Background: an optimization exercise with open tools, aiming at small area. Do not read the settings as production practice.
At most, simulation tests tie the RTL to the original design; equivalence was not proved.
Only the layout flow was run in runs 2 and 5; the RTL was not checked for function there.

### flow/run.sh
#!/bin/bash
# synth_recipe.tcl (not shown) runs the flow's synth.tcl, then flattens the netlist and writes it again
# the make line also repeats each setting of config.mk as NAME=value (left out here)
make -C /OpenROAD-flow-scripts/flow DESIGN_CONFIG=/design/flow/config.mk WORK_HOME=/design/flow/orfs CLKGATE_MAP_FILE= SYNTH_SCRIPT=/design/flow/synth_recipe.tcl finish
### flow/constraint.sdc
create_clock -name core_clock -period 50.0 [get_ports {clk}]
set_input_delay 10.0000 -clock core_clock [delete_from_list [all_inputs] [get_ports {clk}]]
set_output_delay 10.0000 -clock core_clock [all_outputs]
set_load 0.01 [all_outputs]
### flow/design.v
module mx_unpack (
    input  wire [511:0] in_data,
    output wire [7:0]   emax8,      
    output wire [9:0]   om          
);
    reg [7:0] m [0:62];
    reg [9:0] o;
    integer k;
    always @(*) begin
        o = 10'd0;
        for (k = 0; k < 32; k = k + 1) begin
            m[31 + k] = in_data[16*k+7 +: 8];
            o = o | in_data[16*k +: 10];
        end
        for (k = 30; k >= 0; k = k - 1)
            m[k] = (m[2*k+1] > m[2*k+2]) ? m[2*k+1] : m[2*k+2];
    end
    assign emax8 = m[0];
    assign om = o;
endmodule
module mx_quant (
    input  wire [15:0] d,
    input  wire        fp16,
    input  wire [9:0]  nc,       
    input  wire [2:0]  sm,       
    input  wire        f_int,
    input  wire        f_e4m3,
    input  wire        f_e5m2,
    input  wire        f_fp6,
    input  wire        f_fp4,
    input  wire        f_fp8,
    output wire [7:0]  el,
    output wire        sat
);
    wire s = d[15];
    wire h = (|d[14:10]) | (~fp16 & (|d[9:7]));
    wire [10:0] sig = {fp16 & h, fp16 & d[9], fp16 & d[8], fp16 ? d[7] : h, d[6:0]};
    wire z8 = ~|sig[10:3];
    wire [10:0] n1 = z8 ? {sig[2:0], 8'd0} : sig;
    wire z4 = ~|n1[10:7];
    wire [10:0] n2 = z4 ? {n1[6:0], 4'd0} : n1;
    wire z2 = ~|n2[10:9];
    wire [10:0] n3 = z2 ? {n2[8:0], 2'd0} : n2;
    wire z1 = ~n3[10];
    wire [10:0] nn = z1 ? {n3[9:0], 1'b0} : n3;
    wire [3:0] shn = {z8, z4, z2, z1};
    wire [7:0] ee = fp16 ? {3'b000, d[14:10]} : d[14:7];
    wire [9:0] esub = (fp16 ? 10'd1 : 10'd4) - {6'd0, shn};
    wire [9:0] ein = h ? {2'b0, ee} : esub;
    wire [9:0] ef = ein + nc;                   
    wire [9:0] r9 = 10'd1 - ef;
    wire rneg = r9[9] | (r9 == 10'd0);          
    wire rbig = ~r9[9] & (|r9[8:3]);            
    wire [2:0] r = rneg ? 3'd0 : r9[2:0];
    wire [3:0] s4 = {1'b0, sm} + {1'b0, r};
    wire flush = rbig | s4[3] | ~nn[10];
    wire [2:0] sa = s4[2:0];
    wire [4:0] eh = rneg ? ef[4:0] : 5'b00001;
    wire [14:0] v = {eh, nn[9:0]};
    wire [10:0] y0 = v[14:4];
    wire g0 = v[3];
    wire t0 = |v[2:0];
    wire [10:0] y1 = sa[2] ? {4'd0, y0[10:4]} : y0;
    wire g1 = sa[2] ? y0[3] : g0;
    wire t1 = sa[2] ? (|y0[2:0] | g0 | t0) : t0;
    wire [10:0] y2 = sa[1] ? {2'd0, y1[10:2]} : y1;
    wire g2 = sa[1] ? y1[1] : g1;
    wire t2 = sa[1] ? (y1[0] | g1 | t1) : t1;
    wire [7:0] y3 = sa[0] ? y2[8:1] : y2[7:0];
    wire g3 = sa[0] ? y2[0] : g2;
    wire t3 = sa[0] ? (g2 | t2) : t2;
    wire [7:0] cp = flush ? 8'd0 : y3;
    wire guard = ~flush & g3;
    wire sticky = t3;
    wire rnd = guard & (sticky | cp[0]);
    wire top_e4m3 = &cp[6:1];
    wire top_e5m2 = &cp[6:3] & &cp[1:0];
    wire top_fp6  = &cp[4:0];
    wire top_fp4  = &cp[2:0];
    wire top_int  = &cp[6:0];
    assign sat = (f_e4m3 & top_e4m3 & (cp[0] | rnd))
               | (rnd & ((f_e5m2 & top_e5m2) | (f_fp6 & top_fp6) | (f_fp4 & top_fp4) | (f_int & top_int)));
    wire rnd_e = rnd & ~sat;
    wire sn = s & f_int;
    wire [7:0] x = cp ^ {8{sn}};
    wire [7:0] code = x + {7'd0, rnd_e ^ sn};
    wire [7:0] code_f = {code[7:1], code[0] & ~(f_e4m3 & sat)};
    assign el = code_f | {f_fp8 & s, 1'b0, f_fp6 & s, 1'b0, f_fp4 & s, 3'b000};
endmodule
module mx_caster (
    input  wire         clk,
    input  wire         rst,
    input  wire         in_valid,
    input  wire [3:0]   fmt,
    input  wire         src_fp16,
    input  wire [511:0] in_data,
    output reg          out_valid,
    output reg  [7:0]   out_scale,
    output reg  [255:0] out_elems,
    output reg  [5:0]   out_sat
);
    wire f_e4m3 = (fmt == 4'd5);
    wire f_e5m2 = (fmt == 4'd6);
    wire f_e2m3 = (fmt == 4'd7);
    wire f_e3m2 = (fmt == 4'd8);
    wire f_e2m1 = (fmt == 4'd9);
    wire f_int  = (fmt == 4'd10);
    wire f_fp8  = f_e4m3 | f_e5m2;
    wire f_fp6  = f_e2m3 | f_e3m2;
    wire f_fp4  = f_e2m1;
    reg [4:0] topef;      
    reg [3:0] emax;
    reg [2:0] sm;         
    always @(*) begin
        topef = 5'd15; emax = 4'd8; sm = 3'd3;
        if (f_e5m2) begin topef = 5'd30; emax = 4'd15; sm = 3'd4; end
        if (f_e2m3) begin topef = 5'd3;  emax = 4'd2;  sm = 3'd3; end
        if (f_e3m2) begin topef = 5'd7;  emax = 4'd4;  sm = 3'd4; end
        if (f_e2m1) begin topef = 5'd3;  emax = 4'd2;  sm = 3'd5; end
        if (f_int)  begin topef = 5'd1;  emax = 4'd0;  sm = 3'd0; end
    end
    wire [7:0] emax8;
    wire [9:0] om;
    mx_unpack u_red (.in_data(in_data), .emax8(emax8), .om(om));
    wire fp16 = src_fp16;
    wire [7:0] traw = fp16 ? {3'd0, emax8[7:3]} : emax8;
    wire nan = fp16 ? (&emax8[7:3]) : (&emax8);
    wire [9:0] omf = fp16 ? om : {3'd0, om[6:0]};
    reg [3:0] ol;
    integer k;
    always @(*) begin
        ol = 4'd0;
        for (k = 0; k < 10; k = k + 1) if (omf[k]) ol = k[3:0];
    end
    wire zero = (traw == 8'd0) & ~|omf;
    wire signed [9:0] tv = fp16 ? ($signed({6'd0, ol}) - 10'sd9) : ($signed({6'd0, ol}) - 10'sd6);
    wire signed [9:0] t  = (traw != 8'd0) ? $signed({2'd0, traw}) : tv;
    wire signed [9:0] te = t - $signed({6'd0, emax});
    wire signed [9:0] tc = (~fp16 & te[9]) ? $signed({6'd0, emax}) : t;
    wire [7:0] scale_f = (fp16 ? te + 10'sd112 : (te[9] ? 10'sd0 : te));
    wire [7:0] scale = zero ? 8'd0 : scale_f;
    wire [9:0] ncw = $signed({5'd0, topef}) - tc;
    wire [9:0] nc = ncw;
    wire [255:0] elems;
    wire [31:0]  sats;
    genvar gi;
    generate
        for (gi = 0; gi < 32; gi = gi + 1) begin : g_el
            mx_quant u_q (
                .d(in_data[16*gi +: 16]), .fp16(fp16), .nc(nc), .sm(sm),
                .f_int(f_int), .f_e4m3(f_e4m3), .f_e5m2(f_e5m2),
                .f_fp6(f_fp6), .f_fp4(f_fp4), .f_fp8(f_fp8),
                .el(elems[8*gi +: 8]), .sat(sats[gi]));
        end
    endgenerate
    reg [5:0] nsat;
    always @(*) begin
        nsat = 6'd0;
        for (k = 0; k < 32; k = k + 1) nsat = nsat + {5'd0, sats[k]};
    end
    always @(posedge clk) begin
        if (rst) out_valid <= 1'b0;
        else     out_valid <= in_valid;
    end
    always @(posedge clk) begin
        out_scale <= nan ? 8'hFF : scale;
        out_elems <= nan ? 256'd0 : elems;
        out_sat   <= nan ? 6'd32 : nsat;
    end
endmodule
### flow/config.mk
export PLATFORM = sky130hd
export DESIGN_NAME = mx_caster
export DESIGN_NICKNAME = mx_caster
export VERILOG_FILES = /design/flow/design.v
export SDC_FILE = /design/flow/constraint.sdc
export NUM_CORES = 8
export LEC_CHECK = 0
export ABC_AREA = 1
export CAP_MARGIN = 20
export CORE_MARGIN = 2
export CORE_UTILIZATION = 40
export SLEW_MARGIN = 20
==> out/results.ini, run 1 <==
[placed_design]
dpl.hpwl_um=310000
portBuffers=790
dp_cells=18400
finalWeightedCongestion=1.00
dp_slack_ns=15.60

[clocking]
post_cts_buffers=0
cts_inserted_buffers=41
cts-resized-gates=0
htree_levels=2
cts_tree=yes
clk_pin_slew_worst_paths_ns=0.06
root_buffer=clkbuf_16
clock-sinks=271
clockBufferDepth=3
cts_hold_buffers=0

[critical_path]
worst_path_max_delay_cell=a21oi_1
arrival_ns=34.71
required_ns=50.62
worst_path_most_repeated_cell=inv_1
cpPeakStageDelay_ns=0.85
cp-end-kind=flip-flop
worstSetupStartpointType=input pin
cp_max_fo=20
path_class=input pin to flip-flop

[worst_hold_path]
hold_path_class=input pin to flip-flop

[timing]
setup_viol=0
slew_viol_final=0
layout_min_cycle_time_ns=34.09
final_hold_viol_count=0
rsz0062_at_grt=no
worst_pin_slew_ns=1.29
relSlewSlack_pct=13.3
setup_tns_ns=0
finalCritPeriodShare_pct=68.2
fin_ws_ns=15.91
fmax_mhz=29.3

[drt]
drt_iter0_drc=9322
ant_nets=0
avgRoutedWirePerCell_um=20.5
vias=102000
vias_per_cell=5.49
firstDrtPassIters=8
route.detailed.drc=0
routed_wl_um=379000

[layout]
fin_nets=17100
nFillCells=22900
syn_to_final_growth_pct=14.2
fin_cells=18500
drive_gt1_share_pct=4.17

[grt]
antenna_found_initial=75
grt_pass1_wl_um=556000
first_global_vias=90400
track_usage_pct=34.2
grt_max_degree=170
overflow=0

[floorplan]
die_y_um=461
initial_core_util_pct=40.3
coreArea_mm2=0.207
boundaryPins=791
fp-row-count=167
fp.dieW_um=461
die_area_mm2=0.213

[logic_synthesis]
syn_nets=16600
netlist_area_mm2=0.0836
synth_seq_cells=271
ys_types=77
syn_avg_cell_area_um2=5.54
postSynthCellCount=15100
synth-async-reset-ratio_pct=0
seq_area_frac_synth_pct=6.49
ys_warn_count=3
synth_edf_count=0
ys.flop_type=dfxtp_1

[flow_run]
cap_violations=0

[status]
status=complete, no violations

metrics by stage:
step	utilization, %	hold WS [ns]	area [um^2]
floorplan	-	10.07	83600
global placement	45.3	10.52	94100
detailed placement	45.3	10.52	94100
CTS	46.0	9.76	95400
global route	46.0	9.81	95500
finish	46.0	9.82	95500
worst max-delay path: cells and delay by family:
kind / cells / cell delay [ns]
xor+xnor: 5 / 1.35
fa+ha+maj: 18 / 7.26
compound gates: 25 / 7.64
buf+inv: 18 / 3.58
simple gates: 38 / 4.84
registers in the layout, indices dropped and copies added (netlist names):
name and count:
out_valid 1, out_sat 6, out_scale 8, out_elems 256
path summary, 6_finish.rpt:
| path | to | cells after the start | start | slack (ns) |
|---|---|---|---|---|
| max | out_sat[4] | 104 | in_data[312] | 15.91 |
| min | out_valid | 3 | in_valid | 9.82 |
logic make-up (layout without fill, tap and decap cells):
kind of cell	Yosys count	count (layout)	synth area share (%)
simple gates	8107	8107	42.4
compound gates	2666	2666	17.6
buf+inv	2459	3042	11.6
fa+ha+maj	953	953	15.1
xor+xnor	546	546	5.81
flops	271	271	6.49
mux	84	84	1.01
other cells	0	52	0
synth_stat cells (23+ instances only):
cell type  count  area (um^2)
a211oi_1      44          330
a21o_1        31          233
a21oi_1      735         3680
a31oi_1       47          294
buf_1         32          120
buf_2         61          305
buf_4         23          173
buf_6         26          293
clkbuf_1     205          769
clkinv_1      94          353
dfxtp_1      271         5430
fa_1          90         1800
ha_1         863        10800
inv_1       1929         7240
inv_2         69          259
mux2i_1       84          841
nand2_1     4530        17000
nand2_2       95          594
nand3_1     1288         6450
nand3_2       80          801
nand3b_1      43          323
nand4_1      387         2420
nor2_1      1130         4240
nor2_2        41          257
nor3_1       164          821
nor4_1       128          801
o211ai_1     179         1340
o21ai_0     1261         6310
o21ai_1      114          571
o21bai_1      62          465
o22ai_1       39          244
o31ai_1       49          368
or2_2        107          669
xnor2_1      140         1230
xor2_1       397         3480
final cells by class:
cell class	count	area (um^2)	share of cell area (%)
multi-input cells	12400	68600	71.9
repair buffers	878	8620	9.03
inverters	2092	7880	8.25
flip-flops and latches	271	5430	5.68
well taps	2788	3490	3.65
clock buffers	50	1080	1.13
clock inverters	22	250	0.262
diodes	52	130	0.136
cells in the final DEF, fill, tap and decap left out, types with 52 or more instances in the layout:
cell / n
nand2_2: 95
o21bai_1: 62
diode_2: 52
o211ai_1: 179
a21oi_1: 735
nand3_1: 1288
fa_1: 90
nand2_1: 4525
inv_1: 1917
nor3_1: 164
inv_2: 69
mux2i_1: 84
buf_4: 84
ha_1: 863
clkdlybuf4s50_1: 789
dfxtp_1: 271
nand4_1: 387
o21ai_1: 114
nand3_2: 79
xor2_1: 396
nor2_1: 1127
o21ai_0: 1260
nor4_1: 117
clkinv_1: 94
xnor2_1: 139
or2_2: 107
metal layers:
metal  global-route usage [%]  wire [um]  up-vias
met2                     52.4     159000     3783
met1                     45.2     163000    46000
met5                        0        195        -
met4                     19.0      23600       30
li1                         -          -    51100
met3                     6.05      32900      699
==> run 2, diff against run 1 <==
--- a/flow/design.v
+++ b/flow/design.v
@@ -22,6 +22,11 @@
     input  wire [15:0] d,
     input  wire        fp16,
-    input  wire [9:0]  nc,       
+    input  wire [5:0]  tcl,      
+    input  wire [1:0]  tch,      
+    input  wire        fsub,     
+    input  wire [4:0]  wm,       
+    input  wire [5:0]  ff,       
     input  wire [2:0]  sm,       
+    input  wire [2:0]  sc,       
     input  wire        f_int,
     input  wire        f_e4m3,
@@ -37,24 +42,26 @@
     wire [10:0] sig = {fp16 & h, fp16 & d[9], fp16 & d[8], fp16 ? d[7] : h, d[6:0]};
     wire z8 = ~|sig[10:3];
-    wire [10:0] n1 = z8 ? {sig[2:0], 8'd0} : sig;
+    wire [10:0] n1 = {sig[10:8] | ({3{z8}} & sig[2:0]), sig[7:3], sig[2:0] & {3{~z8}}};
     wire z4 = ~|n1[10:7];
-    wire [10:0] n2 = z4 ? {n1[6:0], 4'd0} : n1;
+    wire [10:0] n2 = {n1[10:7] | ({4{z4}} & n1[6:3]), z4 ? n1[2:0] : n1[6:4], n1[3:0] & {4{~z4}}};
     wire z2 = ~|n2[10:9];
-    wire [10:0] n3 = z2 ? {n2[8:0], 2'd0} : n2;
+    wire [10:0] n3 = {n2[10:9] | ({2{z2}} & n2[8:7]), z2 ? n2[6:0] : n2[8:2], n2[1:0] & {2{~z2}}};
     wire z1 = ~n3[10];
-    wire [10:0] nn = z1 ? {n3[9:0], 1'b0} : n3;
+    wire [10:0] nn = {n3[10] | n3[9], z1 ? n3[8:0] : n3[9:1], n3[0] & ~z1};
     wire [3:0] shn = {z8, z4, z2, z1};
-    wire [7:0] ee = fp16 ? {3'b000, d[14:10]} : d[14:7];
-    wire [9:0] esub = (fp16 ? 10'd1 : 10'd4) - {6'd0, shn};
-    wire [9:0] ein = h ? {2'b0, ee} : esub;
-    wire [9:0] ef = ein + nc;                   
-    wire [9:0] r9 = 10'd1 - ef;
-    wire rneg = r9[9] | (r9 == 10'd0);          
-    wire rbig = ~r9[9] & (|r9[8:3]);            
-    wire [2:0] r = rneg ? 3'd0 : r9[2:0];
-    wire [3:0] s4 = {1'b0, sm} + {1'b0, r};
-    wire flush = rbig | s4[3] | ~nn[10];
-    wire [2:0] sa = s4[2:0];
-    wire [4:0] eh = rneg ? ef[4:0] : 5'b00001;
+    wire nz = nn[10];
+    wire [5:0] e6 = fp16 ? {1'b0, d[14:10]} : d[12:7];
+    wire [5:0] bsub = {2'b00, shn} - (fp16 ? 6'd2 : 6'd5);
+    wire [5:0] bo = ~e6 & (bsub | {6{h}});
+    wire [6:0] dsum = {1'b0, tcl} + {1'b0, bo} + 7'd1;
+    wire [5:0] dd = dsum[5:0];
+    wire [1:0] hi = tch - d[14:13] - {1'b0, ~dsum[6]};
+    wire far = h ? (~fp16 & (|hi)) : fsub;
+    wire [5:0] wm6 = {1'b0, wm};
+    wire normal = nz & ~far & ~|(dd & ~wm6) & ~&(dd | ~wm6);
+    wire flush = far | (dd >= ff);
+    wire [2:0] ssub = dd[2:0] + sc;
+    wire [2:0] sa = flush ? 3'd7 : (normal ? sm : ssub);
+    wire [4:0] eh = normal ? (~dd[4:0] & wm) : {4'b0000, nz};
     wire [14:0] v = {eh, nn[9:0]};
     wire [10:0] y0 = v[14:4];
@@ -67,11 +74,9 @@
     wire g2 = sa[1] ? y1[1] : g1;
     wire t2 = sa[1] ? (y1[0] | g1 | t1) : t1;
-    wire [7:0] y3 = sa[0] ? y2[8:1] : y2[7:0];
+    wire [7:0] cp = sa[0] ? y2[8:1] : y2[7:0];
     wire g3 = sa[0] ? y2[0] : g2;
     wire t3 = sa[0] ? (g2 | t2) : t2;
-    wire [7:0] cp = flush ? 8'd0 : y3;
     wire guard = ~flush & g3;
-    wire sticky = t3;
-    wire rnd = guard & (sticky | cp[0]);
+    wire rnd = guard & (t3 | cp[0]);
     wire top_e4m3 = &cp[6:1];
     wire top_e5m2 = &cp[6:3] & &cp[1:0];
@@ -140,6 +145,15 @@
     wire [7:0] scale_f = (fp16 ? te + 10'sd112 : (te[9] ? 10'sd0 : te));
     wire [7:0] scale = zero ? 8'd0 : scale_f;
-    wire [9:0] ncw = $signed({5'd0, topef}) - tc;
-    wire [9:0] nc = ncw;
+    reg [4:0] wm; reg [5:0] ff; reg [2:0] sc; reg dl;
+    always @(*) begin
+        wm = 5'd15; ff = 6'd19; sc = 3'd5; dl = 1'b0;
+        if (f_e5m2) begin wm = 5'd31; ff = 6'd34; sc = 3'd6; dl = 1'b1; end
+        if (f_e2m3) begin wm = 5'd3;  ff = 6'd7;  sc = 3'd1; end
+        if (f_e3m2) begin wm = 5'd7;  ff = 6'd10; sc = 3'd6; end
+        if (f_e2m1) begin wm = 5'd3;  ff = 6'd5;  sc = 3'd3; end
+        if (f_int)  begin wm = 5'd1;  ff = 6'd8;  sc = 3'd0; end
+    end
+    wire signed [9:0] tp = tc + {9'd0, dl};
+    wire fsub = ~fp16 & (tp >= 10'sd48);
     wire [255:0] elems;
     wire [31:0]  sats;
@@ -148,5 +162,6 @@
         for (gi = 0; gi < 32; gi = gi + 1) begin : g_el
             mx_quant u_q (
-                .d(in_data[16*gi +: 16]), .fp16(fp16), .nc(nc), .sm(sm),
+                .d(in_data[16*gi +: 16]), .fp16(fp16), .tcl(tp[5:0]), .tch(tp[7:6]), .fsub(fsub),
+                .wm(wm), .ff(ff), .sm(sm), .sc(sc),
                 .f_int(f_int), .f_e4m3(f_e4m3), .f_e5m2(f_e5m2),
                 .f_fp6(f_fp6), .f_fp4(f_fp4), .f_fp8(f_fp8),
==> flow/flow/run.sh (new file) <==
#!/bin/bash
# Own layout flow: the standard layout (standard.sh) with three changes.
#  - Synthesis is the standard synthesis script with another ABC script
#    (flow/abc_area.script, area-oriented) and without the Kogge-Stone carry
#    mapping; ADDER_MAP_FILE is empty, so no adder cells are placed before ABC.
#  - Ports are buffered with sky130_fd_sc_hd__buf_1.
# Every tool's output goes to logs in this folder (flow.log and orfs/logs).
set -euo pipefail
W=$(pwd)
F=${FLOW_HOME:-/OpenROAD-flow-scripts/flow}
mkdir -p "$W/own"
sed -e "s#^source \$::env(SCRIPTS_DIR)/synth_preamble.tcl\$#&\nset abc_args [list -script $W/flow/abc_area.script {*}\$lib_args {*}\$lib_dont_use_args]#" \
    -e 's#"-extra-map $::env(FLOW_HOME)/platforms/common/lcu_kogge_stone.v"#""#' \
    "$F/scripts/synth.tcl" > "$W/own/synth_core.tcl"
sed -e "s#\$::env(SCRIPTS_DIR)/synth.tcl#$W/own/synth_core.tcl#" "$W/synth_recipe.tcl" > "$W/own/synth.tcl"
grep -q "abc_area.script" "$W/own/synth_core.tcl"
if grep -q lcu_kogge_stone "$W/own/synth_core.tcl"; then echo "patch failed" >&2; exit 1; fi
grep -q "own/synth_core.tcl" "$W/own/synth.tcl"
bash "$W/standard.sh" "SYNTH_SCRIPT=$W/own/synth.tcl" "ADDER_MAP_FILE=" \
    "BUFFER_PORTS_ARGS=-buffer_cell sky130_fd_sc_hd__buf_1" finish > "$W/flow.log" 2>&1
==> flow/flow/abc_area.script (new file) <==
strash
&get -n
&fraig -x
&put
scorr
dc2
dretime
strash
&get -n
&dch -f
&nf
&put
==> flow/standard.sh (new file) <==
#!/bin/bash
# synth_recipe.tcl (not shown) runs the flow's synth.tcl, then flattens the netlist and writes it again
# the make line also repeats each setting of config.mk as NAME=value (left out here)
make -C /OpenROAD-flow-scripts/flow DESIGN_CONFIG=/design/flow/config.mk WORK_HOME=/design/flow/orfs CLKGATE_MAP_FILE= SYNTH_SCRIPT=/design/flow/synth_recipe.tcl "${@:-finish}"
--- a/flow/config.mk
+++ b/flow/config.mk
@@ -6,5 +6,4 @@
 export NUM_CORES = 8
 export LEC_CHECK = 0
-export ABC_AREA = 1
 export CAP_MARGIN = 20
 export CORE_MARGIN = 2
removed: flow/run.sh
==> run 2 against run 1 <==
Against the previous run: synthesized area shrank 22%; first-iteration DRC count shrank 1.2%; utilization fell by 0.083 points; maximum frequency is 0.60% higher; final cell count decreased by 31%; critical path depth down 37; via count is 20% lower; largest cell class unchanged.
==> out/results.ini, run 2 <==
[layout]
fin_cells=12800  ; -31%
multi_input_area_mm2=0.0586  ; -15%
largest_reg_flops=256  ; unchanged
top_register=out_elems
syn_to_final_growth_pct=13.9
final_cell_area_mm2=0.0739  ; -23%
regArea_mm2=0.00543  ; unchanged
final_common_cell=nand2_1
fin_nets=11100  ; -35%
final_cell_mix=nand2_1 (1,215), nor2_1 (1,034), a21oi_1 (832)
largest_registers=out_elems: 256 flops, out_scale: 8 flops, out_sat: 6 flops
nFillCells=17000  ; -26%
drive_gt1_share_pct=2.93  ; -1.2 points

[floorplan]
initial_core_util_pct=40.3  ; +0.043 points
die_y_um=407  ; -12%
die_area_mm2=0.165  ; -22%
coreArea_mm2=0.161  ; -23%
fp.dieW_um=407  ; -12%
fp-row-count=147  ; -12%
boundaryPins=791  ; unchanged

[placed_design]
dp_cells=12700  ; -31%
finalWeightedCongestion=1.02  ; +2.2%
portBuffers=790  ; unchanged
dp_slack_ns=16.22  ; +0.623 ns
dpl_cell_area_mm2=0.0724  ; -23%
dpl.hpwl_um=261000  ; -16%

[grt]
antenna_found_initial=88  ; +17%
track_usage_pct=38.6  ; +4.4 points
first_global_vias=73600  ; -19%
grt_pass1_wl_um=481000  ; -13%
overflow=0  ; unchanged
grt_max_degree=148  ; -13%

[logic_synthesis]
synth_area_leaders=mux2i_1 (11%), xnor2_1 (9.5%), dfxtp_1 (8.4%), nand2_1 (7.1%), a21oi_1 (6.4%)
ys_warn_count=3  ; unchanged
netlist_area_mm2=0.0648  ; -22%
syn_avg_cell_area_um2=6.76  ; +22%
yosysMostFrequentCell=nand2_1
yosys.area.top_type=mux2i_1
synth_seq_cells=271  ; unchanged
postSynthCellCount=9595  ; -36%
synth-async-reset-ratio_pct=0  ; unchanged
synthAdderAreaFrac_pct=3.61  ; -11 points
synthMuxAreaShare_pct=14.9  ; +14 points
synth_compound_area_share_pct=28.4  ; +11 points
synthSimpleGateAreaFrac_pct=28.9  ; -13 points
yosys-top-cells-count=nand2_1 (1,225), nor2_1 (1,042), a21oi_1 (833)
ys_types=77  ; unchanged
seq_area_frac_synth_pct=8.37  ; +1.9 points
synth_top_family_by_area=simple AND/OR/NAND/NOR gates
synth_edf_count=0  ; unchanged
syn_nets=10100  ; -39%
synthXorXnorAreaFrac_pct=13.9  ; +8.0 points
netlist.area_leader.share_pct=10.6  ; -9.7 points
ys.flop_type=dfxtp_1

[clocking]
htree_levels=2  ; unchanged
cts_tree=yes
cts-resized-gates=0  ; unchanged
post_cts_buffers=0  ; unchanged
cts_hold_buffers=0  ; unchanged
root_buffer=clkbuf_16
clk_pin_slew_worst_paths_ns=0.06  ; about the same
clockBufferDepth=3  ; unchanged
clock-sinks=271  ; unchanged
cts_inserted_buffers=37  ; -9.8%

[timing]
finalCritPeriodShare_pct=67.8  ; -0.40 points
final_hold_viol_count=0  ; unchanged
layout_min_cycle_time_ns=33.89  ; -0.202 ns
setup_tns_ns=0  ; unchanged
rsz0062_at_grt=no
slew_viol_final=0  ; unchanged
fin_ws_ns=16.11  ; +0.202 ns
worst_pin_slew_ns=1.27  ; -0.0197 ns
fmax_mhz=29.5  ; +0.60%
whs_ns=9.49  ; -0.333 ns
setup_viol=0  ; unchanged
relSlewSlack_pct=14.7  ; +1.4 points

[drt]
routed_wl_um=337000  ; -11%
ant_nets=0  ; unchanged
drt_iter0_drc=9209  ; -1.2%
vias=81600  ; -20%
avgRoutedWirePerCell_um=26.3  ; +28%
vias_per_cell=6.36  ; +16%
route.detailed.drc=0  ; unchanged
firstDrtPassIters=9  ; +1

[critical_path]
cpPeakStageDelay_ns=0.84  ; about the same
required_ns=50.60  ; -0.02 ns
cp-end-kind=flip-flop
cp_max_fo=23  ; +15%
worst_path_most_repeated_cell=xnor2_1
worstSetupStartpointType=input pin
worst_path_max_delay_cell=nor4bb_1
path_class=input pin to flip-flop
arrival_ns=34.48  ; -0.23 ns

[flow_run]
cap_violations=0  ; unchanged

[status]
status=complete, no violations

[worst_hold_path]
hold_path_class=input pin to flip-flop

## run 2: cell types whose count changed in the layout (fill, tap and decap cells not counted), sizes merged, moves of 217 or more
cell | before | now
nand4 | 390 | 91
maj3 | 0 | 234
clkdlybuf4s50 | 789 | 0
mux2i | 84 | 689
nand2 | 4636 | 1225
xnor2 | 140 | 706
ha | 863 | 0
buf | 89 | 968
and2 | 15 | 232
mux2 | 0 | 243
clkinv | 112 | 337
o21ai | 1381 | 814
nand3 | 1382 | 201
inv | 1994 | 6
## run 2: critical path, delay by kind of cell
| kind | cells | cell delay [ns] |
|---|---|---|
| adder cells (fa/ha/maj) | 3 | 1.17 |
| XOR/XNOR | 10 | 3.09 |
| buffers and inverters | 5 | 1.95 |
| AND/OR/NAND/NOR | 17 | 7.85 |
| AO/OA/AOI/OAI | 26 | 7.93 |
| multiplexers | 6 | 2.43 |
## run 2: logic make-up after synthesis
family,Yosys count
and+or+nand+nor,3940
AOI/OAI and AO/OA,2923
xor gates and xnor gates,960
muxes,933
buffers and inverters,334
DFF,271
adders and majority gates,234
## run 2: final cells by class
cell class / count / area share (%)
multi-input cells: 8990 / 79.3
diodes: 45 / 0.152
well taps: 2160 / 3.66
clock inverters: 19 / 0.376
clock buffers: 48 / 1.45
inverters: 334 / 1.71
flip-flops and latches: 271 / 7.34
repair buffers: 970 / 5.96
## run 2: final timing paths
path	cells past startpoint	endpoint	from	slack (ns)
hold / removal	2	out_valid	rst	9.49
setup / recovery	67	out_sat[4]	in_data[8]	16.11
## run 2: metal layers
metal | global-route usage [%] | share of wire (%) | vias up | wire [um]
li1 | - | - | 37900 | -
met2 | 59.0 | 43 | 4208 | 143000
met1 | 48.9 | 40 | 38400 | 136000
met4 | 24.1 | 6.9 | 74 | 23200
met5 | 0 | 0.14 | - | 471
met3 | 8.73 | 10 | 942 | 33900
## run 2: per-stage QoR
stage | utilization [%]
after floorplan | -
final | 46.0
after global placement | 45.0
after CTS | 45.9
after detailed placement | 45.0
after global routing | 45.9
==> run 3, diff against run 2 <==
--- a/flow/design.v
+++ b/flow/design.v
@@ -1,20 +1,23 @@
 module mx_unpack (
     input  wire [511:0] in_data,
-    output wire [7:0]   emax8,      
-    output wire [9:0]   om          
+    output reg  [7:0]   emax8,
+    output wire [9:0]   om
 );
-    reg [7:0] m [0:62];
-    reg [9:0] o;
-    integer k;
+    reg [31:0] alive;
+    reg [31:0] bits;
+    reg        any;
+    reg [9:0]  o;
+    integer b, k;
     always @(*) begin
+        alive = {32{1'b1}};
+        for (b = 7; b >= 0; b = b - 1) begin
+            for (k = 0; k < 32; k = k + 1) bits[k] = in_data[16*k + 7 + b];
+            any = |(alive & bits);
+            emax8[b] = any;
+            if (any) alive = alive & bits;
+        end
         o = 10'd0;
-        for (k = 0; k < 32; k = k + 1) begin
-            m[31 + k] = in_data[16*k+7 +: 8];
-            o = o | in_data[16*k +: 10];
-        end
-        for (k = 30; k >= 0; k = k - 1)
-            m[k] = (m[2*k+1] > m[2*k+2]) ? m[2*k+1] : m[2*k+2];
+        for (k = 0; k < 32; k = k + 1) o = o | in_data[16*k +: 10];
     end
-    assign emax8 = m[0];
     assign om = o;
 endmodule
@@ -22,11 +25,9 @@
     input  wire [15:0] d,
     input  wire        fp16,
-    input  wire [5:0]  tcl,      
-    input  wire [1:0]  tch,      
-    input  wire        fsub,     
-    input  wire [4:0]  wm,       
-    input  wire [5:0]  ff,       
+    input  wire [9:0]  cc,       
+    input  wire        nan,      
+    input  wire [2:0]  mq,       
+    input  wire [2:0]  sm2,      
     input  wire [2:0]  sm,       
-    input  wire [2:0]  sc,       
     input  wire        f_int,
     input  wire        f_e4m3,
@@ -38,5 +39,5 @@
     output wire        sat
 );
-    wire s = d[15];
+    wire s = d[15] & ~nan;
     wire h = (|d[14:10]) | (~fp16 & (|d[9:7]));
     wire [10:0] sig = {fp16 & h, fp16 & d[9], fp16 & d[8], fp16 ? d[7] : h, d[6:0]};
@@ -51,17 +52,15 @@
     wire [3:0] shn = {z8, z4, z2, z1};
     wire nz = nn[10];
-    wire [5:0] e6 = fp16 ? {1'b0, d[14:10]} : d[12:7];
-    wire [5:0] bsub = {2'b00, shn} - (fp16 ? 6'd2 : 6'd5);
-    wire [5:0] bo = ~e6 & (bsub | {6{h}});
-    wire [6:0] dsum = {1'b0, tcl} + {1'b0, bo} + 7'd1;
-    wire [5:0] dd = dsum[5:0];
-    wire [1:0] hi = tch - d[14:13] - {1'b0, ~dsum[6]};
-    wire far = h ? (~fp16 & (|hi)) : fsub;
-    wire [5:0] wm6 = {1'b0, wm};
-    wire normal = nz & ~far & ~|(dd & ~wm6) & ~&(dd | ~wm6);
-    wire flush = far | (dd >= ff);
-    wire [2:0] ssub = dd[2:0] + sc;
+    wire [7:0] e8 = fp16 ? {3'b000, d[14:10]} : d[14:7];
+    wire [9:0] esub = (fp16 ? 10'd1 : 10'd4) - {6'b0, shn};
+    wire [9:0] ein = {2'b0, e8} | (esub & {10{~h}});
+    wire [9:0] ef = ein - cc;
+    wire neg = ef[9];
+    wire normal = nz & ~nan & ~neg & (|ef[8:0]);
+    wire [9:0] nef = ~ef;
+    wire flush = nan | ~nz | (neg & ((|nef[8:3]) | (nef[2:0] >= mq)));
+    wire [2:0] ssub = sm2 + nef[2:0];
     wire [2:0] sa = flush ? 3'd7 : (normal ? sm : ssub);
-    wire [4:0] eh = normal ? (~dd[4:0] & wm) : {4'b0000, nz};
+    wire [4:0] eh = normal ? ef[4:0] : {4'b0000, nz};
     wire [14:0] v = {eh, nn[9:0]};
     wire [10:0] y0 = v[14:4];
@@ -145,15 +144,6 @@
     wire [7:0] scale_f = (fp16 ? te + 10'sd112 : (te[9] ? 10'sd0 : te));
     wire [7:0] scale = zero ? 8'd0 : scale_f;
-    reg [4:0] wm; reg [5:0] ff; reg [2:0] sc; reg dl;
-    always @(*) begin
-        wm = 5'd15; ff = 6'd19; sc = 3'd5; dl = 1'b0;
-        if (f_e5m2) begin wm = 5'd31; ff = 6'd34; sc = 3'd6; dl = 1'b1; end
-        if (f_e2m3) begin wm = 5'd3;  ff = 6'd7;  sc = 3'd1; end
-        if (f_e3m2) begin wm = 5'd7;  ff = 6'd10; sc = 3'd6; end
-        if (f_e2m1) begin wm = 5'd3;  ff = 6'd5;  sc = 3'd3; end
-        if (f_int)  begin wm = 5'd1;  ff = 6'd8;  sc = 3'd0; end
-    end
-    wire signed [9:0] tp = tc + {9'd0, dl};
-    wire fsub = ~fp16 & (tp >= 10'sd48);
+    wire [9:0] cc = tc - $signed({5'd0, topef});
+    wire [2:0] mq = f_int ? 3'd6 : (3'd6 - sm);
     wire [255:0] elems;
     wire [31:0]  sats;
@@ -162,6 +152,6 @@
         for (gi = 0; gi < 32; gi = gi + 1) begin : g_el
             mx_quant u_q (
-                .d(in_data[16*gi +: 16]), .fp16(fp16), .tcl(tp[5:0]), .tch(tp[7:6]), .fsub(fsub),
-                .wm(wm), .ff(ff), .sm(sm), .sc(sc),
+                .d(in_data[16*gi +: 16]), .fp16(fp16), .cc(cc), .nan(nan),
+                .mq(mq), .sm(sm), .sm2(sm + 3'd2),
                 .f_int(f_int), .f_e4m3(f_e4m3), .f_e5m2(f_e5m2),
                 .f_fp6(f_fp6), .f_fp4(f_fp4), .f_fp8(f_fp8),
@@ -180,5 +170,5 @@
     always @(posedge clk) begin
         out_scale <= nan ? 8'hFF : scale;
-        out_elems <= nan ? 256'd0 : elems;
+        out_elems <= elems;
         out_sat   <= nan ? 6'd32 : nsat;
     end
==> flow/flow/abc_area.script (replaced) <==
strash
&get -n
&fraig -x
&put
scorr
dc2
dretime
strash
&get -n
&dch -f
&nf -R 1000
&put
--- a/flow/config.mk
+++ b/flow/config.mk
@@ -6,6 +6,7 @@
 export NUM_CORES = 8
 export LEC_CHECK = 0
-export CAP_MARGIN = 20
+export CAP_MARGIN = 0
 export CORE_MARGIN = 2
 export CORE_UTILIZATION = 40
-export SLEW_MARGIN = 20
+export CTS_BUF_LIST = sky130_fd_sc_hd__clkbuf_4
+export SLEW_MARGIN = 0
==> run 3 against run 2 <==
Against the previous run: worst hold slack got worse by 0.40 ns; maximum frequency decreased by 7.2%; synthesized area fell by 12%; first-iteration DRC count fell by 15%; largest cell class unchanged.
==> out/results.ini, run 3 <==
[status]
status=complete, no violations

[critical_path]
arrival_ns=37.48  ; +3.00 ns
critPathBufInv=9  ; +4
path_class=input pin to flip-flop
required_ns=50.97  ; +0.37 ns
worstSetupStartpointType=input pin
worstSetupStartpoint=in_data[254]
worst_path_max_delay_cell=o21ai_0
worst_path_most_repeated_cell=nor2_1
cp-end-kind=flip-flop
cp_top_family=simple AND/OR/NAND/NOR gates
cp_max_fo=48  ; +110%
cpPeakStageDelay_ns=1.10  ; +0.26 ns

[floorplan]
initial_core_util_pct=40.2  ; -0.12 points
die_area_mm2=0.145  ; -12%
boundaryPins=791  ; unchanged
coreArea_mm2=0.141  ; -12%
die_y_um=381  ; -6.3%
fp-row-count=138  ; -6.1%
fp.dieW_um=381  ; -6.3%

[timing]
layout_min_cycle_time_ns=36.51  ; +2.63 ns
setup_tns_ns=0  ; unchanged
worst_pin_slew_ns=1.40  ; +0.132 ns
fin_ws_ns=13.49  ; -2.63 ns
fmax_mhz=27.4  ; -7.2%
final_hold_viol_count=0  ; unchanged
finalCritPeriodShare_pct=73.0  ; +5.3 points
slew_viol_final=0  ; unchanged
setup_viol=0  ; unchanged
rsz0062_at_grt=no
relSlewSlack_pct=5.83  ; -8.9 points

[layout]
top_register=out_elems
syn_to_final_growth_pct=14.6
largest_reg_flops=256  ; unchanged
final_cell_mix=nand2_1 (888), xnor2_1 (847), nor2_1 (829)
fin_nets=9898  ; -11%
final_common_cell=nand2_1
largest_registers=out_elems: 256 flops, out_scale: 8 flops, out_sat: 6 flops
final_core_util_pct=46.1  ; +0.14 points
drive_gt1_share_pct=3.85  ; +0.93 points

[drt]
route.detailed.drc=0  ; unchanged
drt_iter0_drc=7841  ; -15%
vias=71700  ; -12%
vias_per_cell=6.30  ; -0.83%
firstDrtPassIters=7  ; -2
routed_wl_um=308000  ; -8.8%
avgRoutedWirePerCell_um=27.1  ; +3.0%
ant_nets=0  ; unchanged

[clocking]
htree_levels=3  ; +1
cts-resized-gates=0  ; unchanged
post_cts_buffers=0  ; unchanged
clk_pin_slew_worst_paths_ns=0.07  ; about the same
cts_inserted_buffers=74  ; +100%
cts_hold_buffers=0  ; unchanged
clock-sinks=271  ; unchanged
clockBufferDepth=3  ; unchanged
root_buffer=clkbuf_4
cts_tree=yes

[placed_design]
dpl.hpwl_um=249000  ; -4.8%
finalWeightedCongestion=1.05  ; +2.2%
dp_slack_ns=13.31  ; -2.91 ns
portBuffers=790  ; unchanged

[logic_synthesis]
seq_area_frac_synth_pct=9.54  ; +1.2 points
syn_avg_cell_area_um2=6.85  ; +1.4%
synth_edf_count=0  ; unchanged
ys.flop_type=dfxtp_1
yosys.area.top_type=xnor2_1
synth_area_leaders=xnor2_1 (13%), mux2i_1 (11%), dfxtp_1 (9.5%), o21ai_0 (6.6%), a21oi_1 (6.2%)
syn_nets=8816  ; -13%
ys_types=70  ; -9.1%
yosys-top-cells-count=nand2_1 (892), xnor2_1 (851), nor2_1 (839)
yosysMostFrequentCell=nand2_1
netlist.area_leader.share_pct=13.1  ; +2.5 points
synth-async-reset-ratio_pct=0  ; unchanged
netlist_area_mm2=0.0569  ; -12%
postSynthCellCount=8296  ; -14%
synth_seq_cells=271  ; unchanged
ys_warn_count=2  ; -1

[grt]
antenna_found_initial=89  ; +1.1%
grt_pass1_wl_um=437000  ; -9.3%
first_global_vias=65400  ; -11%
overflow=0  ; unchanged
track_usage_pct=40.1  ; +1.5 points
grt_max_degree=133  ; -10%

[flow_run]
cap_violations=0  ; unchanged

[worst_hold_path]
worstHoldStart=rst
hold_path_end=out_valid
hold_depth=2  ; unchanged
hold_path_class=input pin to flip-flop

run 3: cell count changes in the layout (fill, tap and decap cells not counted), moves of 44 or more:
cell,previous run,this run
nand2_1,1215,888
mux2i_1,689,602
clkinv_1,332,282
xor2_1,209,325
nor2_1,1034,829
nand4_1,91,148
and2_0,230,160
clkbuf_4,1,95
o21ai_0,809,743
mux2_1,243,122
and3_1,139,51
xnor2_1,700,847
nor3_1,241,197
a21oi_1,832,701
run 3: routing by layer:
layer | up-vias | wire, um | track usage [%]
met3 | 903 | 36000 | 11.5
met1 | 33600 | 122000 | 49.9
li1 | 33100 | - | -
met5 | - | 420 | 0
met2 | 4018 | 128000 | 59.8
met4 | 60 | 21600 | 26.5
run 3: cell type report:
| cell class | instances | area (um^2) |
|---|---|---|
| fill | 14900 | 76200 |
| multi-input combinational | 7759 | 50700 |
| sequential | 271 | 5430 |
| timing repair buffer | 1006 | 4650 |
| tap | 1890 | 2360 |
| inverter | 266 | 1010 |
| clock buffer | 93 | 698 |
| clock inverter | 32 | 214 |
| antenna | 54 | 135 |
run 3: per-stage QoR:
step	instances	hold slack, ns	instance area [um^2]
detailed placement	11200	10.17	64100
floorplan	8296	10.07	56900
global placement	11200	10.17	64100
CTS	11300	8.98	65000
global route	11300	9.06	65100
finish	11400	9.09	65200
run 3: logic make-up (layout without fill, tap and decap cells):
kind of cell / count (synthesis) / after routing / share of synthesized area, %
xor gates and xnor gates: 1178 / 1178 / 18.2
other: 0 / 54 / 0
DFF: 271 / 271 / 9.54
muxes: 724 / 724 / 13.0
AOI/OAI and AO/OA: 2448 / 2448 / 26.4
and+or+nand+nor: 3200 / 3200 / 27.4
adders and majority gates: 209 / 209 / 3.68
buffers and inverters: 266 / 1397 / 1.76
run 3: worst max-delay path by stage:
| stage | to | depth (start not counted) | slack, ns |
|---|---|---|---|
| floorplan | out_sat[4] | 89 | 12.01 |
| global placement | out_sat[4] | 99 | 13.58 |
| detailed placement | out_sat[4] | 99 | 13.31 |
| CTS | out_sat[4] | 99 | 14.38 |
| global route | out_sat[4] | 99 | 11.69 |
| finish | out_sat[4] | 99 | 13.49 |
==> run 4, diff against run 3 <==
--- a/flow/config.mk
+++ b/flow/config.mk
@@ -6,7 +6,6 @@
 export NUM_CORES = 8
 export LEC_CHECK = 0
-export CAP_MARGIN = 0
+export CAP_MARGIN = 20
 export CORE_MARGIN = 2
 export CORE_UTILIZATION = 40
-export CTS_BUF_LIST = sky130_fd_sc_hd__clkbuf_4
-export SLEW_MARGIN = 0
+export SLEW_MARGIN = 20
==> run 4 against run 3 <==
Against the previous run: maximum frequency down 0.94%; count of clock-buffer cells in the layout down 52; setup slack worse by 0.35 ns; non-clock buffer count up 1; final cell count down 0.58%; synthesized area unchanged; final area up 0.51%; routed wire length down 0.11%.
==> out/results.ini, run 4 <==
[status]
status=complete, no violations

[drt]
firstDrtPassIters=8  ; +1
avgRoutedWirePerCell_um=27.2  ; +0.48%
vias=71300  ; -0.47%
ant_nets=0  ; unchanged
routed_wl_um=308000  ; -0.11%
route.detailed.drc=0  ; unchanged
drt_iter0_drc=8073  ; +3.0%
vias_per_cell=6.31  ; +0.11%

[logic_synthesis]
netlist.area_leader.share_pct=13.1  ; unchanged
ys_types=70  ; unchanged
ys_warn_count=2  ; unchanged
syn_nets=8816  ; unchanged
syn_avg_cell_area_um2=6.85  ; unchanged
postSynthCellCount=8296  ; unchanged
synth-async-reset-ratio_pct=0  ; unchanged
yosys.area.top_type=xnor2_1
ys.flop_type=dfxtp_1
synth_area_leaders=xnor2_1 (13%), mux2i_1 (11%), dfxtp_1 (9.5%), o21ai_0 (6.6%), a21oi_1 (6.2%)
yosys-top-cells-count=nand2_1 (892), xnor2_1 (851), nor2_1 (839)
synth_seq_cells=271  ; unchanged
synth_edf_count=0  ; unchanged
seq_area_frac_synth_pct=9.54  ; unchanged
yosysMostFrequentCell=nand2_1
netlist_area_mm2=0.0569  ; unchanged

[grt]
grt_max_degree=133  ; unchanged
track_usage_pct=39.9  ; -0.19 points
grt_pass1_wl_um=435000  ; -0.31%
antenna_found_initial=94  ; +5.6%
first_global_vias=64900  ; -0.75%
overflow=0  ; unchanged

[timing]
rsz0062_at_grt=no
whs_ns=9.53  ; +0.437 ns
setup_tns_ns=0  ; unchanged
layout_min_cycle_time_ns=36.86  ; +0.346 ns
fmax_mhz=27.1  ; -0.94%
final_hold_viol_count=0  ; unchanged
setup_viol=0  ; unchanged
finalCritPeriodShare_pct=73.7  ; +0.69 points
relSlewSlack_pct=13.7  ; +7.9 points
slew_viol_final=0  ; unchanged
worst_pin_slew_ns=1.28  ; -0.117 ns

[critical_path]
worst_path_most_repeated_cell=xnor2_1
cp_max_fo=52  ; +8.3%
cp-end-kind=flip-flop
arrival_ns=37.37  ; -0.11 ns
worstSetupStartpointType=input pin
required_ns=50.51  ; -0.46 ns
cpPeakStageDelay_ns=0.90  ; -0.20 ns
worst_path_max_delay_cell=nor2_4
path_class=input pin to flip-flop

[floorplan]
die_y_um=381  ; unchanged
fp.dieW_um=381  ; unchanged
die_area_mm2=0.145  ; unchanged
boundaryPins=791  ; unchanged
coreArea_mm2=0.141  ; unchanged
initial_core_util_pct=40.2  ; unchanged
fp-row-count=138  ; unchanged

[clocking]
cts_inserted_buffers=34  ; -54%
htree_levels=2  ; -1
clock-sinks=271  ; unchanged
cts_tree=yes
cts_hold_buffers=0  ; unchanged
cts-resized-gates=0  ; unchanged
post_cts_buffers=0  ; unchanged
root_buffer=clkbuf_16
clockBufferDepth=3  ; unchanged
clk_pin_slew_worst_paths_ns=0.06  ; about the same

[layout]
final_core_util_pct=46.3  ; +0.24 points
final_common_cell=nand2_1
drive_gt1_share_pct=3.41  ; -0.44 points
top_register=out_elems
final_cell_mix=nand2_1 (888), xnor2_1 (847), nor2_1 (829)
syn_to_final_growth_pct=15.2
largest_registers=out_elems: 256 flops, out_scale: 8 flops, out_sat: 6 flops
fin_nets=9859  ; -0.39%
largest_reg_flops=256  ; unchanged
fin_cells=11300  ; -0.58%

[placed_design]
dpl.hpwl_um=249000  ; about the same
dp_cells=11200  ; +0.0089%
portBuffers=790  ; unchanged
finalWeightedCongestion=1.05  ; unchanged

[worst_hold_path]
hold_depth=2  ; unchanged
hold_path_class=input pin to flip-flop
hold_path_end=out_valid
worstHoldStart=rst

[flow_run]
cap_violations=0  ; unchanged

[run 4: how the worst max path moves through the flow]
stage                             from    endpoint  slack [ns]  depth (start not counted)
after floorplan           in_data[446]  out_sat[4]       12.01                         89
after global placement    in_data[158]  out_sat[4]       13.58                         99
after detailed placement  in_data[462]  out_sat[4]       13.56                        103
after CTS                 in_data[462]  out_sat[4]       14.11                         95
after global routing      in_data[462]  out_sat[4]       11.52                        103
final                     in_data[462]  out_sat[4]       13.14                        100
[run 4: area by class of cell]
type | instances | area [um^2]
Clock buffer | 41 | 917
Tap cell | 1890 | 2360
Antenna cell | 52 | 130
Multi-Input combinational cell | 7759 | 50700
Sequential cell | 271 | 5430
Inverter | 266 | 1010
Timing Repair Buffer | 1007 | 4660
Fill cell | 14800 | 75900
Clock inverter | 19 | 284
[run 4: per-stage QoR]
stage | worst slack [ns] | instance area, um^2
CTS | 14.11 | 65300
detailed placement | 13.56 | 64100
floorplan | 12.01 | 56900
global placement | 13.58 | 64100
global route | 11.52 | 65500
finish | 13.14 | 65500
[run 4: routing by layer]
metal  part of all wire, %  global-route usage, %  up-vias
li1                      -                      -    33000
met1                    40                   49.8    33600
met2                    42                   59.8     3763
met3                    11                   11.9      902
met4                   7.0                   24.7       68
met5                  0.14                      0        -
[run 4: worst max-delay path, delay by kind of cell]
family                     cells  cell delay, ns
and+or+nand+nor               38           10.03
xor gates and xnor gates      14            3.68
AOI/OAI and AO/OA             33            8.25
muxes                          2            0.40
adders and majority gates      6            2.40
buffers and inverters          7            2.30
[run 4: logic make-up (layout without fill, tap and decap cells)]
kind of cell    Yosys count  after routing  synth area share, %
simple gates           3200           3200                 27.4
compound gates         2448           2448                 26.4
xor+xnor               1178           1178                 18.2
mux                     724            724                 13.0
flops                   271            271                 9.54
buf+inv                 266           1333                 1.76
fa+ha+maj               209            209                 3.68
other cells               0             52                    0
==> run 5, diff against run 4 <==
--- a/flow/design.v
+++ b/flow/design.v
@@ -41,5 +41,5 @@
     wire s = d[15] & ~nan;
     wire h = (|d[14:10]) | (~fp16 & (|d[9:7]));
-    wire [10:0] sig = {fp16 & h, fp16 & d[9], fp16 & d[8], fp16 ? d[7] : h, d[6:0]};
+    wire [10:0] sig = {h, fp16 ? d[9:0] : {d[6:0], 3'b000}};
     wire z8 = ~|sig[10:3];
     wire [10:0] n1 = {sig[10:8] | ({3{z8}} & sig[2:0]), sig[7:3], sig[2:0] & {3{~z8}}};
@@ -53,5 +53,5 @@
     wire nz = nn[10];
     wire [7:0] e8 = fp16 ? {3'b000, d[14:10]} : d[14:7];
-    wire [9:0] esub = (fp16 ? 10'd1 : 10'd4) - {6'b0, shn};
+    wire [9:0] esub = 10'd1 - {6'b0, shn};
     wire [9:0] ein = {2'b0, e8} | (esub & {10{~h}});
     wire [9:0] ef = ein - cc;
==> flow/flow/run.sh (replaced) <==
#!/bin/bash
# Own layout flow: the standard layout (standard.sh), with these changes.
#  - Synthesis is the standard synthesis script (synth_recipe.tcl and ORFS's
#    synth.tcl) with another ABC script, without the Kogge-Stone carry mapping
#    and with ADDER_MAP_FILE empty (no adder cells placed before ABC). It runs
#    once for each flow/abc_*.script, in parallel, and the netlist with the
#    smallest cell area goes on to the layout (SYNTH_NETLIST_FILES).
#  - Ports are buffered with sky130_fd_sc_hd__buf_1.
# Each tool's output goes to a log in this folder: own/<script>/..., own/*.log,
# flow.log and orfs/logs.
set -euo pipefail
W=$(pwd)
F=${FLOW_HOME:-/OpenROAD-flow-scripts/flow}
mkdir -p "$W/own"
pids=()
names=()
for s in "$W"/flow/abc_*.script; do
  n=$(basename "$s" .script)
  names+=("$n")
  sed -e "s#^source \$::env(SCRIPTS_DIR)/synth_preamble.tcl\$#&\nset abc_args [list -script $s {*}\$lib_args {*}\$lib_dont_use_args]#" \
      -e 's#"-extra-map $::env(FLOW_HOME)/platforms/common/lcu_kogge_stone.v"#""#' \
      "$F/scripts/synth.tcl" > "$W/own/core_$n.tcl"
  grep -q "$s" "$W/own/core_$n.tcl"
  if grep -q lcu_kogge_stone "$W/own/core_$n.tcl"; then echo "patch failed" >&2; exit 1; fi
  sed -e "s#\$::env(SCRIPTS_DIR)/synth.tcl#$W/own/core_$n.tcl#" "$W/synth_recipe.tcl" > "$W/own/synth_$n.tcl"
  grep -q "own/core_$n.tcl" "$W/own/synth_$n.tcl"
  make -C "$F" DESIGN_CONFIG="$W/config.mk" WORK_HOME="$W/own/$n" CLKGATE_MAP_FILE= \
      "SYNTH_SCRIPT=$W/own/synth_$n.tcl" "ADDER_MAP_FILE=" synth > "$W/own/$n.log" 2>&1 &
  pids+=($!)
done
for i in "${!pids[@]}"; do
  n=${names[$i]}
  if wait "${pids[$i]}"; then
    st="$W/own/$n/reports/sky130hd/mx_caster/base/synth_stat.txt"
    a=$(grep -E "Chip area for module" "$st" 2>/dev/null | tail -1 | awk '{print $NF}' || true)
    [[ -n "$a" ]] && echo "$n $a" >> "$W/own/areas.txt"
  else
    echo "$n failed" >> "$W/own/failed.txt"
  fi
done
# the smallest netlist, among those within 20% of the median (a guard against
# a script that lost logic)
best=$(awk '{print $2, $1}' "$W/own/areas.txt" | sort -g | awk '{a[NR]=$1; n[NR]=$2} END {m=a[int((NR+1)/2)]; for (i=1;i<=NR;i++) if (a[i] >= 0.8*m) {print n[i]; exit}}')
[[ -n "$best" ]]
echo "best $best" >> "$W/own/best.txt"
cp "$W/own/$best/results/sky130hd/mx_caster/base/1_2_yosys.v" "$W/own/netlist.v"
bash "$W/standard.sh" "SYNTH_NETLIST_FILES=$W/own/netlist.v" \
    "BUFFER_PORTS_ARGS=-buffer_cell sky130_fd_sc_hd__buf_1" finish > "$W/flow.log" 2>&1
==> flow/flow/abc_s1.script (new file) <==
strash
&get -n
&fraig -x
&put
scorr
dc2
dretime
strash
&get -n
&dch -f
&nf
&put
==> flow/flow/abc_s10.script (new file) <==
strash
&get -n
&fraig -x
&put
scorr
dc2
dretime
strash
&get -n
&dc2
&dch -f
&nf -R 1000
&put
==> flow/flow/abc_s11.script (new file) <==
strash
dc2
dc2
&get -n
&dch -f
&nf -R 1000
&put
==> flow/flow/abc_s13.script (new file) <==
strash
&get -n
&fraig -x
&put
scorr
dc2
dretime
strash
&get -n
&dch -f
&nf -R 1000
&put
&get -n
&nf -R 1000
&put
==> flow/flow/abc_s14.script (new file) <==
strash
&get -n
&fraig -x
&put
scorr
resub -K 8
dc2
dretime
strash
&get -n
&dch -f
&nf -R 1000
&put
==> flow/flow/abc_s4.script (new file) <==
strash
&get -n
&fraig -x
&put
scorr
dc2
dretime
strash
&get -n
&dch -f
&nf -R 1000
&put
==> flow/flow/abc_s7.script (new file) <==
strash
&get -n
&fraig -x
&put
scorr
dc2
dretime
strash
&get -n
&dch -f
&nf -R 1000
&put
strash
&get -n
&dch -f
&nf -R 1000
&put
--- a/flow/config.mk
+++ b/flow/config.mk
@@ -6,6 +6,7 @@
 export NUM_CORES = 8
 export LEC_CHECK = 0
-export CAP_MARGIN = 20
+export CAP_MARGIN = 0
 export CORE_MARGIN = 2
 export CORE_UTILIZATION = 40
-export SLEW_MARGIN = 20
+export CTS_BUF_LIST = sky130_fd_sc_hd__clkbuf_4
+export SLEW_MARGIN = 0
removed: flow/flow/abc_area.script
==> run 5 against run 4 <==
Against the previous run: utilization rose by 0.15 points; global-route usage rose by 1.6 points; setup slack got worse by 1.5 ns; routed wire length rose by 4.5%; count of clock-buffer cells in the layout rose by 65; first-iteration DRC count fell by 4.5%; critical path type unchanged.
==> out/results.ini, run 5 <==
[floorplan]
coreArea_mm2=0.142  ; +0.37%
fp.dieW_um=383  ; +0.39%
boundaryPins=791  ; unchanged
fp-row-count=138  ; unchanged
die_area_mm2=0.146  ; +0.77%
die_y_um=383  ; +0.39%
initial_core_util_pct=40.4  ; +0.17 points

[placed_design]
finalWeightedCongestion=1.07  ; +2.2%
dpl_cell_area_mm2=0.0648  ; +0.96%
portBuffers=790  ; unchanged
dpl.hpwl_um=260000  ; +4.3%

[logic_synthesis]
postSynthCellCount=8513  ; +2.6%
netlist_area_mm2=0.0573  ; +0.78%
ys_warn_count=0  ; -2
syn_nets=9033  ; +2.5%
syn_avg_cell_area_um2=6.73  ; -1.8%

[timing]
rsz0062_at_grt=no
finalCritPeriodShare_pct=76.6  ; +2.9 points
whs_ns=9.11  ; -0.415 ns
setup_viol=0  ; unchanged
fmax_mhz=26.1  ; -3.8%
setup_tns_ns=0  ; unchanged
relSlewSlack_pct=11.5  ; -2.2 points
slew_viol_final=0  ; unchanged
layout_min_cycle_time_ns=38.31  ; +1.45 ns
final_hold_viol_count=0  ; unchanged
worst_pin_slew_ns=1.32  ; +0.0328 ns

[grt]
grt_pass1_wl_um=450000  ; +3.3%
overflow=0  ; unchanged
grt_max_degree=147  ; +11%
track_usage_pct=41.5  ; +1.6 points
antenna_found_initial=89  ; -5.3%
first_global_vias=66200  ; +2.0%

[clocking]
cts-resized-gates=0  ; unchanged
clock-sinks=271  ; unchanged
cts_tree=yes
cts_inserted_buffers=79  ; +130%
clockBufferDepth=3  ; unchanged
clk_pin_slew_worst_paths_ns=0.07  ; about the same
post_cts_buffers=0  ; unchanged
root_buffer=clkbuf_4
cts_hold_buffers=0  ; unchanged
htree_levels=3  ; +1

[critical_path]
worstSetupStartpointType=input pin
worst_path_max_delay_cell=a211oi_1
cp-end-kind=flip-flop
worstSetupStartpoint=in_data[46]
path_class=input pin to flip-flop
cp_max_fo=47  ; -9.6%
cpPeakStageDelay_ns=0.89  ; about the same
required_ns=51.02  ; +0.51 ns
worst_path_most_repeated_cell=nor2_1
arrival_ns=39.33  ; +1.96 ns

[flow_run]
cap_violations=0  ; unchanged

[status]
status=complete, no violations

[worst_hold_path]
worstHoldStart=rst
hold_path_end=out_valid
hold_path_class=input pin to flip-flop
hold_depth=2  ; unchanged

[drt]
vias=72700  ; +1.9%
drt_iter0_drc=7708  ; -4.5%
ant_nets=0  ; unchanged
firstDrtPassIters=8  ; unchanged
route.detailed.drc=0  ; unchanged
avgRoutedWirePerCell_um=27.7  ; +1.8%
vias_per_cell=6.26  ; -0.73%
routed_wl_um=321000  ; +4.5%

[layout]
final_common_cell=nor2_1
nFillCells=15100  ; +2.1%
largest_registers=out_elems: 256 flops, out_scale: 8 flops, out_sat: 6 flops
final_cell_area_mm2=0.0660  ; +0.70%
final_cell_mix=nor2_1 (1,104), nand2_1 (1,069), mux2i_1 (816)
largest_reg_flops=256  ; unchanged
final_core_util_pct=46.5  ; +0.15 points
fin_nets=10100  ; +2.8%
top_register=out_elems
drive_gt1_share_pct=4.21  ; +0.80 points
syn_to_final_growth_pct=15.1  ; about the same

run 5: worst max path at each step:
stage and endpoint:
6_report out_sat[4], 2_1_floorplan out_sat[4], 4_1_cts out_sat[4], 3_3_place_gp out_sat[4], 5_1_grt out_sat[4], 3_5_place_dp out_sat[4]
run 5: metal layers:
metal / wire length [um] / GRT usage [%]
met4: 28400 / 31.9
met5: 477 / 0
met1: 122000 / 48.9
met3: 35800 / 12.5
met2: 135000 / 62.8
run 5: per-stage QoR:
| stage | setup WS, ns | cells |
|---|---|---|
| 2_1_floorplan | 5.32 | 8513 |
| 3_3_place_gp | 12.40 | 11400 |
| 5_1_grt | 10.43 | 11600 |
| 4_1_cts | 12.95 | 11600 |
| 3_5_place_dp | 11.86 | 11400 |
| 6_report | 11.69 | 11600 |
run 5: layout make-up:
type	instances	area (um^2)	area share [%]
Inverter	268	1010	1.53
Timing Repair Buffer	1020	4750	7.19
Clock inverter	37	313	0.474
Tap cell	1890	2360	3.58
Antenna cell	41	103	0.156
Clock buffer	106	796	1.21
Sequential cell	271	5430	8.22
Multi-Input combinational cell	7974	51200	77.6
run 5: critical path, delay by kind of cell:
kind / cells / cell delay (ns)
AND/OR/NAND/NOR: 45 / 10.92
AO/OA/AOI/OAI: 29 / 8.75
XOR/XNOR: 14 / 3.48
buffers and inverters: 8 / 3.91
adder cells (fa/ha/maj): 3 / 1.36
multiplexers: 3 / 0.71

afterwards: timing with drivers on the ports:
In the flow no input, the clock included, has a driving cell. The finished layouts below were timed again as built, in two steps.
Step 1: set_driving_cell puts a clkbuf_16 on clk and a buf_2 on each other input, an assumption about the parent block.
Step 2 moves the port delays by t, midway between the first and last clock arrival at a register: inputs arrive t later, outputs are due t later. That takes back most of the time a late clock gives input paths.
Three values: ideal, step 1, step 2; two values: the first two.
| run | t (ns) | slack for setup (ns) | worst setup path after step 2 | clock arrival spread, ns |
|---|---|---|---|---|
| run 1 | 0.765 | 15.911 / 15.979 / 15.214 | input to register | 0.050 / 0.050 |
| run 2 | 0.754 | 16.114 / 16.178 / 15.424 | input to register | 0.040 / 0.040 |
| run 3 | 1.118 | 13.487 / 13.521 / 12.404 | input to register | 0.071 / 0.071 |
| run 4 | 0.709 | 13.141 / 13.203 / 12.494 | input to register | 0.021 / 0.022 |
| run 5 | 1.143 | 11.686 / 11.747 / 10.603 | input to register | 0.089 / 0.089 |
After both steps setup and hold are still met in every run listed.
